From an optimization exercise on the open Yosys and OpenROAD flow, aimed at small area, a short achievable clock period and few clock cycles per item; shortcuts taken in it are not production practice. The RTL was checked by simulation tests, not by an equivalence proof against the original design.

$ cat run.sh
#!/bin/bash
# synth_recipe.tcl (not shown) runs the flow's synth.tcl, then flattens the netlist and writes it again
# the make line also repeats each setting of config.mk as NAME=value (left out here)
make -C /OpenROAD-flow-scripts/flow DESIGN_CONFIG=/design/flow/config.mk WORK_HOME=/design/flow/orfs CLKGATE_MAP_FILE= SYNTH_SCRIPT=/design/flow/synth_recipe.tcl finish
$ cat config.mk
export PLATFORM = sky130hd
export DESIGN_NAME = henma_angle_unit
export DESIGN_NICKNAME = henma_angle_unit
export VERILOG_FILES = /design/flow/design.v
export SDC_FILE = /design/flow/constraint.sdc
export NUM_CORES = 4
export LEC_CHECK = 0
export CAP_MARGIN = 20
export CORE_MARGIN = 2
export CORE_UTILIZATION = 40
export SLEW_MARGIN = 20
$ cat constraint.sdc
create_clock -name core_clock -period 17.0 [get_ports {clk}]
set_input_delay 3.4000 -clock core_clock [delete_from_list [all_inputs] [get_ports {clk}]]
set_output_delay 3.4000 -clock core_clock [all_outputs]
set_load 0.01 [all_outputs]
$ cat design.v
module henma_angle_unit (
    input  wire        clk,
    input  wire        rst,
    input  wire        in_valid,
    output wire        in_ready,
    input  wire [2:0]  in_op,
    input  wire [63:0] in_a,
    input  wire [31:0] in_b,
    output reg         out_valid,
    output reg  [63:0] out_res
);
    localparam [2:0] OP_SINCOS = 3'd0, OP_SIN = 3'd1, OP_COS = 3'd2,
                     OP_ATAN2  = 3'd3, OP_ROT = 3'd4, OP_IROT = 3'd5;
    localparam [2:0] S_IDLE = 3'd0, S_POLY = 3'd1, S_ROT = 3'd2,
                     S_NORM = 3'd3, S_CORDIC = 3'd4, S_FIN = 3'd5;
    localparam [30:0] QUARTER = 31'h4000_0000;
    reg [2:0]  state;
    reg [2:0]  op;
    reg [63:0] opa;
    reg [31:0] opb;
    assign in_ready = (state == S_IDLE);
    wire [31:0] angle = (op == OP_ROT || op == OP_IROT) ? opb : opa[31:0];
    wire [1:0]  quad  = angle[31:30];
    wire [30:0] u_sin = {1'b0, angle[29:0]};
    wire [30:0] u_cos = QUARTER - {1'b0, angle[29:0]};
    reg        ev;           
    reg [2:0]  step;         
    reg [30:0] x2;
    reg signed [31:0] t;
    reg [30:0] s_val, c_val;
    wire [30:0] uu = ev ? u_cos : u_sin;
    function signed [31:0] kcoef(input [2:0] k);
        case (k)
            3'd1:    kcoef = -32'sd3864;
            3'd2:    kcoef = 32'sd172272;
            3'd3:    kcoef = -32'sd5026995;
            3'd4:    kcoef = 32'sd85569306;
            3'd5:    kcoef = -32'sd693598668;
            default: kcoef = 32'sd1686629713;
        endcase
    endfunction
    reg signed [31:0] sin_q, cos_q;
    always @(*) begin
        case (quad)
            2'd0: begin sin_q =  $signed({1'b0, s_val}); cos_q =  $signed({1'b0, c_val}); end
            2'd1: begin sin_q =  $signed({1'b0, c_val}); cos_q = -$signed({1'b0, s_val}); end
            2'd2: begin sin_q = -$signed({1'b0, s_val}); cos_q = -$signed({1'b0, c_val}); end
            default: begin sin_q = -$signed({1'b0, c_val}); cos_q = $signed({1'b0, s_val}); end
        endcase
    end
    reg [1:0]         rstep;
    reg signed [63:0] acc_u, acc_v;
    wire signed [31:0] px = opa[31:0];
    wire signed [31:0] py = opa[63:32];
    wire inv = (op == OP_IROT);
    reg signed [32:0] mul_a, mul_b;
    wire signed [65:0] prod = mul_a * mul_b;
    wire signed [63:0] prod64 = prod[63:0];
    wire signed [63:0] prod_sh = prod64 >>> 30;
    always @(*) begin
        mul_a = 33'sd0;
        mul_b = 33'sd0;
        if (state == S_POLY) begin
            case (step)
                3'd0: begin mul_a = {2'b00, uu}; mul_b = {2'b00, uu}; end
                3'd7: begin mul_a = {t[31], t};  mul_b = {2'b00, uu}; end
                default: begin mul_a = {t[31], t}; mul_b = {2'b00, x2}; end
            endcase
        end else if (state == S_ROT) begin
            case (rstep)
                2'd0: begin mul_a = {px[31], px}; mul_b = {cos_q[31], cos_q}; end
                2'd1: begin mul_a = {py[31], py}; mul_b = {sin_q[31], sin_q}; end
                2'd2: begin
                    if (inv) begin mul_a = {px[31], px}; mul_b = {sin_q[31], sin_q}; end
                    else     begin mul_a = {py[31], py}; mul_b = {cos_q[31], cos_q}; end
                end
                default: begin
                    if (inv) begin mul_a = {py[31], py}; mul_b = {cos_q[31], cos_q}; end
                    else     begin mul_a = {px[31], px}; mul_b = {sin_q[31], sin_q}; end
                end
            endcase
        end
    end
    wire [30:0] s_final = (uu == QUARTER || prod_sh > 64'sh4000_0000) ? QUARTER : prod_sh[30:0];
    function [31:0] rne30_sat(input signed [63:0] p);
        reg signed [33:0] q;
        reg        inc;
        begin
            q   = p[63:30];
            inc = (p[29:0] > 30'h2000_0000) || (p[29:0] == 30'h2000_0000 && q[0]);
            q   = q + {33'd0, inc};
            if (q > 34'sh0_7FFF_FFFF)
                rne30_sat = 32'h7FFF_FFFF;
            else if (q < -34'sh0_8000_0000)
                rne30_sat = 32'h8000_0000;
            else
                rne30_sat = q[31:0];
        end
    endfunction
    reg signed [63:0] cx, cy;
    reg [31:0]        acc_a;
    reg [4:0]         ci;
    function [31:0] atan_t(input [4:0] i);
        case (i)
            5'd0:  atan_t = 32'h20000000;
            5'd1:  atan_t = 32'h12e4051e;
            5'd2:  atan_t = 32'h09fb385b;
            5'd3:  atan_t = 32'h051111d4;
            5'd4:  atan_t = 32'h028b0d43;
            5'd5:  atan_t = 32'h0145d7e1;
            5'd6:  atan_t = 32'h00a2f61e;
            5'd7:  atan_t = 32'h00517c55;
            5'd8:  atan_t = 32'h0028be53;
            5'd9:  atan_t = 32'h00145f2f;
            5'd10: atan_t = 32'h000a2f98;
            5'd11: atan_t = 32'h000517cc;
            5'd12: atan_t = 32'h00028be6;
            5'd13: atan_t = 32'h000145f3;
            5'd14: atan_t = 32'h0000a2fa;
            5'd15: atan_t = 32'h0000517d;
            5'd16: atan_t = 32'h000028be;
            5'd17: atan_t = 32'h0000145f;
            5'd18: atan_t = 32'h00000a30;
            5'd19: atan_t = 32'h00000518;
            5'd20: atan_t = 32'h0000028c;
            5'd21: atan_t = 32'h00000146;
            5'd22: atan_t = 32'h000000a3;
            5'd23: atan_t = 32'h00000051;
            5'd24: atan_t = 32'h00000029;
            5'd25: atan_t = 32'h00000014;
            5'd26: atan_t = 32'h0000000a;
            5'd27: atan_t = 32'h00000005;
            5'd28: atan_t = 32'h00000003;
            5'd29: atan_t = 32'h00000001;
            5'd30: atan_t = 32'h00000001;
            default: atan_t = 32'h00000000;
        endcase
    endfunction
    wire signed [31:0] ay = opa[31:0];
    wire signed [31:0] ax = opb;
    wire signed [63:0] nx0 = ax[31] ? -{{32{ax[31]}}, ax} : {{32{ax[31]}}, ax};
    wire signed [63:0] ny0 = ax[31] ? -{{32{ay[31]}}, ay} : {{32{ay[31]}}, ay};
    wire [63:0] mag_y = ny0[63] ? -ny0 : ny0;
    wire [63:0] mag_m = (mag_y > nx0) ? mag_y : nx0;
    reg  [5:0]  msb;
    integer k;
    always @(*) begin
        msb = 6'd0;
        for (k = 0; k < 64; k = k + 1)
            if (mag_m[k]) msb = k[5:0];
    end
    wire [5:0] nshift = 6'd60 - msb;
    wire signed [63:0] cdx = cy >>> ci;
    wire signed [63:0] cdy = cx >>> ci;
    wire               cpos = (cy > 64'sd0);
    always @(posedge clk) begin
        if (rst) begin
            state     <= S_IDLE;
            out_valid <= 1'b0;
        end else begin
            out_valid <= 1'b0;
            case (state)
                S_IDLE: begin
                    if (in_valid) begin
                        op  <= in_op;
                        opa <= in_a;
                        opb <= in_b;
                        ev    <= 1'b0;
                        step  <= 3'd0;
                        rstep <= 2'd0;
                        if (in_op == OP_ATAN2)
                            state <= S_NORM;
                        else
                            state <= S_POLY;
                    end
                end
                S_POLY: begin
                    case (step)
                        3'd0: begin
                            x2 <= prod_sh[30:0];
                            t  <= 32'sd61;
                        end
                        3'd7: begin
                            if (ev) c_val <= s_final;
                            else    s_val <= s_final;
                        end
                        default: t <= kcoef(step) + prod_sh[31:0];
                    endcase
                    step <= step + 3'd1;
                    if (step == 3'd7) begin
                        if (!ev) begin
                            ev <= 1'b1;
                        end else if (op == OP_ROT || op == OP_IROT) begin
                            state <= S_ROT;
                        end else begin
                            state <= S_FIN;
                        end
                    end
                end
                S_ROT: begin
                    case (rstep)
                        2'd0: acc_u <= prod64;
                        2'd1: acc_u <= inv ? acc_u - prod64 : acc_u + prod64;
                        2'd2: acc_v <= prod64;
                        default: acc_v <= inv ? acc_v + prod64 : acc_v - prod64;
                    endcase
                    rstep <= rstep + 2'd1;
                    if (rstep == 2'd3)
                        state <= S_FIN;
                end
                S_NORM: begin
                    if (ax == 32'sd0) begin
                        acc_a <= (ay > 32'sd0) ? 32'h4000_0000 :
                                 (ay < 32'sd0) ? 32'hC000_0000 : 32'h0000_0000;
                        state <= S_FIN;
                    end else if (ay == 32'sd0) begin
                        acc_a <= (ax > 32'sd0) ? 32'h0000_0000 : 32'h8000_0000;
                        state <= S_FIN;
                    end else begin
                        cx    <= nx0 <<< nshift;
                        cy    <= ny0 <<< nshift;
                        acc_a <= ax[31] ? 32'h8000_0000 : 32'h0000_0000;
                        ci    <= 5'd0;
                        state <= S_CORDIC;
                    end
                end
                S_CORDIC: begin
                    if (cpos) begin
                        cx    <= cx + cdx;
                        cy    <= cy - cdy;
                        acc_a <= acc_a + atan_t(ci);
                    end else begin
                        cx    <= cx - cdx;
                        cy    <= cy + cdy;
                        acc_a <= acc_a - atan_t(ci);
                    end
                    ci <= ci + 5'd1;
                    if (ci == 5'd31)
                        state <= S_FIN;
                end
                S_FIN: begin
                    out_valid <= 1'b1;
                    case (op)
                        OP_SINCOS: out_res <= {cos_q, sin_q};
                        OP_SIN:    out_res <= {32'd0, sin_q};
                        OP_COS:    out_res <= {32'd0, cos_q};
                        OP_ATAN2:  out_res <= {32'd0, acc_a};
                        default:   out_res <= {rne30_sat(acc_v), rne30_sat(acc_u)};
                    endcase
                    state <= S_IDLE;
                end
                default: state <= S_IDLE;
            endcase
        end
    end
endmodule
==> run notes <==
==> kinds of logic after synthesis <==
kind of cell | Yosys count | share of synthesized area (%)
compound gates | 2751 | 16.79
mux | 547 | 7.110
xor+xnor | 824 | 6.745
other cells | 1 | 0.003501
flops | 621 | 17.09
fa+ha+maj | 1739 | 28.10
buf+inv | 2001 | 7.163
simple gates | 4079 | 17.00
==> registers in the layout, summed over array words and instances, names as in the netlist, named ones only <==
register	cells
opa	64
out_res	64
acc_v	64
rstep	2
out_valid	1
step	3
s_val	31
x2	31
acc_u	64
opb	32
cy	64
state	3
acc_a	32
ev	1
ci	5
cx	64
t	32
op	3
c_val	31
==> layer usage <==
metal / vias up / GRT usage (%) / share of wire [%]
met5: - / 0 / 0.011
li1: 43170 / - / -
met3: 822 / 4.891 / 9.2
met1: 47510 / 40.69 / 42
met4: 6 / 13.22 / 5.4
met2: 4797 / 45.42 / 44
==> what timing repair did <==
item,4_1_cts,5_1_grt
gates resized for setup,0,22
endpoints found under the setup margin,0,9
buffers inserted,0,4
hold buffers,0,0
==> through the flow <==
stage	area (sq um)	instances	utilization, %
finish	116800	16090	43.95
global route	116800	16090	43.95
CTS	116600	16080	43.87
detailed placement	113800	15930	42.83
global placement	113800	15930	42.83
floorplan	107200	12590	-
==> critical path: cells and delay by family, from the launching register on <==
kind,cells,cell delay [ns]
AOI/OAI and AO/OA,21,5.60
adders and majority gates,10,4.44
and+or+nand+nor,12,2.82
buffers and inverters,10,1.84
xor gates and xnor gates,3,0.46
DFF,1,0.44
muxes,1,0.25
==> area by class of cell <==
type	count	area, sq um	area share (%)
inverters	1262	4747	4.063
clock buffers	99	2168	1.856
flip-flops and latches	621	18310	15.67
diodes	6	15.01	0.01285
clock inverters	50	590.6	0.5055
multi-input cells	9972	81830	70.04
repair buffers	549	4750	4.065
well taps	3533	4420	3.784
==> synthesized netlist by cell type (all sizes together), types with 67 or more instances <==
| cell type | number | share of area, % |
|---|---|---|
| a211oi | 78 | 0.56 |
| a21o | 214 | 1.5 |
| a21oi | 636 | 3.0 |
| a31oi | 119 | 0.71 |
| and2 | 155 | 0.91 |
| and3 | 116 | 0.68 |
| buf | 149 | 0.67 |
| clkbuf | 590 | 2.1 |
| edfxtp | 587 | 16 |
| fa | 1111 | 21 |
| ha | 628 | 7.3 |
| inv | 1260 | 4.4 |
| mux2 | 98 | 1.0 |
| mux2i | 288 | 2.7 |
| mux4 | 161 | 3.4 |
| nand2 | 1943 | 6.8 |
| nand2b | 115 | 0.67 |
| nand3 | 164 | 0.77 |
| nand4 | 79 | 0.46 |
| nor2 | 898 | 3.2 |
| nor2b | 79 | 0.46 |
| nor3 | 212 | 1.0 |
| nor4 | 88 | 0.53 |
| o211ai | 120 | 0.85 |
| o21a | 73 | 0.51 |
| o21ai | 715 | 3.4 |
| o221ai | 67 | 0.55 |
| o22ai | 81 | 0.47 |
| o31ai | 73 | 0.53 |
| or3 | 70 | 0.41 |
| xnor2 | 482 | 3.9 |
| xor2 | 342 | 2.8 |
==> worst paths after layout <==
path                            start         to  slack [ns]  cells past startpoint
worst min-delay path            ci[0]      ci[0]        0.61                      1
worst max register to register  op[2]  acc_u[61]        0.82                     57
worst min register to register  ci[0]      ci[0]        0.61                      1
worst max-delay path            op[2]  acc_u[61]        0.82                     57
==> results.toml <==
[status]
status = "timing/DRC/antenna clean"

[place]
place.gp.congestion = 0.9982
post-place-ws_ns = 0.1245
dp_hpwl_mm = 329.9
port-buffer-count = 167

[cells_and_area]
final_common_cell = "nand2_1"
area_delta_synth_final_pct = 9.073
drive_above_1_share_pct = 7.847
nets = 14330
final_cell_mix = "1940 x nand2_1, 1253 x inv_1, 1111 x fa_1"
fill_cells = 26510

[synth]
syn_area_sq_um = 107100
synth-async-reset-ratio_pct = 0
seq_area_frac_synth_pct = 17.09
synth.distinct_cells = 118
synth_edf_count = 587
ys.flop_type = "edfxtp_1"
synthCells = 12560
synth_area_per_cell_sq_um = 8.526
yosysWarningCount = 1
synth-seq-cells = 621

[min_path]
min_path_type = "reg2reg"

[critical_path]
cp.required_ns = 17.48
worst_ep_arrival_time_ns = 16.67
critPathMaxFanout = 61
slowest_stage = "o311ai_0"
path_class = "reg2reg"
critPathCaptureType = "flip-flop"
start_kind = "flip-flop"
slowest_delay_ns = 0.98
crit_path_frequent_cell = "fa_1"

[global_route]
grt_pass1_vias = 91970
grt_usage_pct = 29.52
antenna_found_initial = 9
grt_max_degree = 112
overflow = 0
grt_pass1_wl_mm = 608.4

[clock_network]
cts_tree = "yes"
clk_pin_slew_worst_paths_ns = 0.06
clock_latency_ns = 0.75
clockBufferDepth = 3
cts.sinks = 621
numCtsBuffers = 82
htree_levels = 3
cts_root_buf = "clkbuf_16"

[timing]
rsz0062_at_grt = "false"
timing.hold.ws_ns = 0.6130
drv_slew = 0
tns_ns = 0
fmax_ghz = 0.06179
fin_ws_ns = 0.8169
timing.final.crit_period_ns = 16.18
finalSetupViolCount = 0
finalHoldViolCount = 0
fin_skew_ns = 0.06416
slew_headroom_pct = 9.434
layout_worst_path_cycle_share_pct = 95.19
worst_slew_pin_slew_ns = 1.354

[die]
start_util_pct = 40.30
core_area_sq_um = 265800
die_h_um = 521.5
die_w_um = 521.5
pin_count = 168
die_area_sq_um = 271900
rows = 189

[drt]
drc = 0
ant_nets = 0
first_pass_iters = 7
drt_iter0_markers = 10930
via_per_inst = 5.984
vias = 96300
routed_wl_mm = 409.9
detail_route.wl_per_cell_um = 25.47

[run]
drv_cap = 0
Testbench counts, summed over its fixed seeds: cycles 180,123, items 8,000.

[separate check: timing with driven ports]
In the flow no input, the clock included, has a driving cell. The finished layout below was timed again as built, in two steps. Step 1 (the two cells are an assumption about what drives the block):
set clk [get_ports {clk}]
set_driving_cell -lib_cell sky130_fd_sc_hd__clkbuf_16 $clk
set_driving_cell -lib_cell sky130_fd_sc_hd__buf_2 [delete_from_list [all_inputs] $clk]
Step 2 adds t to the input delays and takes it off the output delays; t is the mean of the earliest and latest rising clock arrival at the registers after step 1. Input paths then give back, and output paths get back, about the clock's delay inside the block. a / b / c = ideal ports / drivers / drivers and shift; a / b = the first two.
t, ns: 0.809
setup slack, ns: 0.817 / 0.817 / 0.817
clock arrival spread, ns: 0.064 / 0.065
worst slew at a driven data input, ns: 0.26
After both steps setup and hold are still met in this run. The setup slack of this run moves by 0.000 ns with the drivers and by 0.000 ns with both steps.
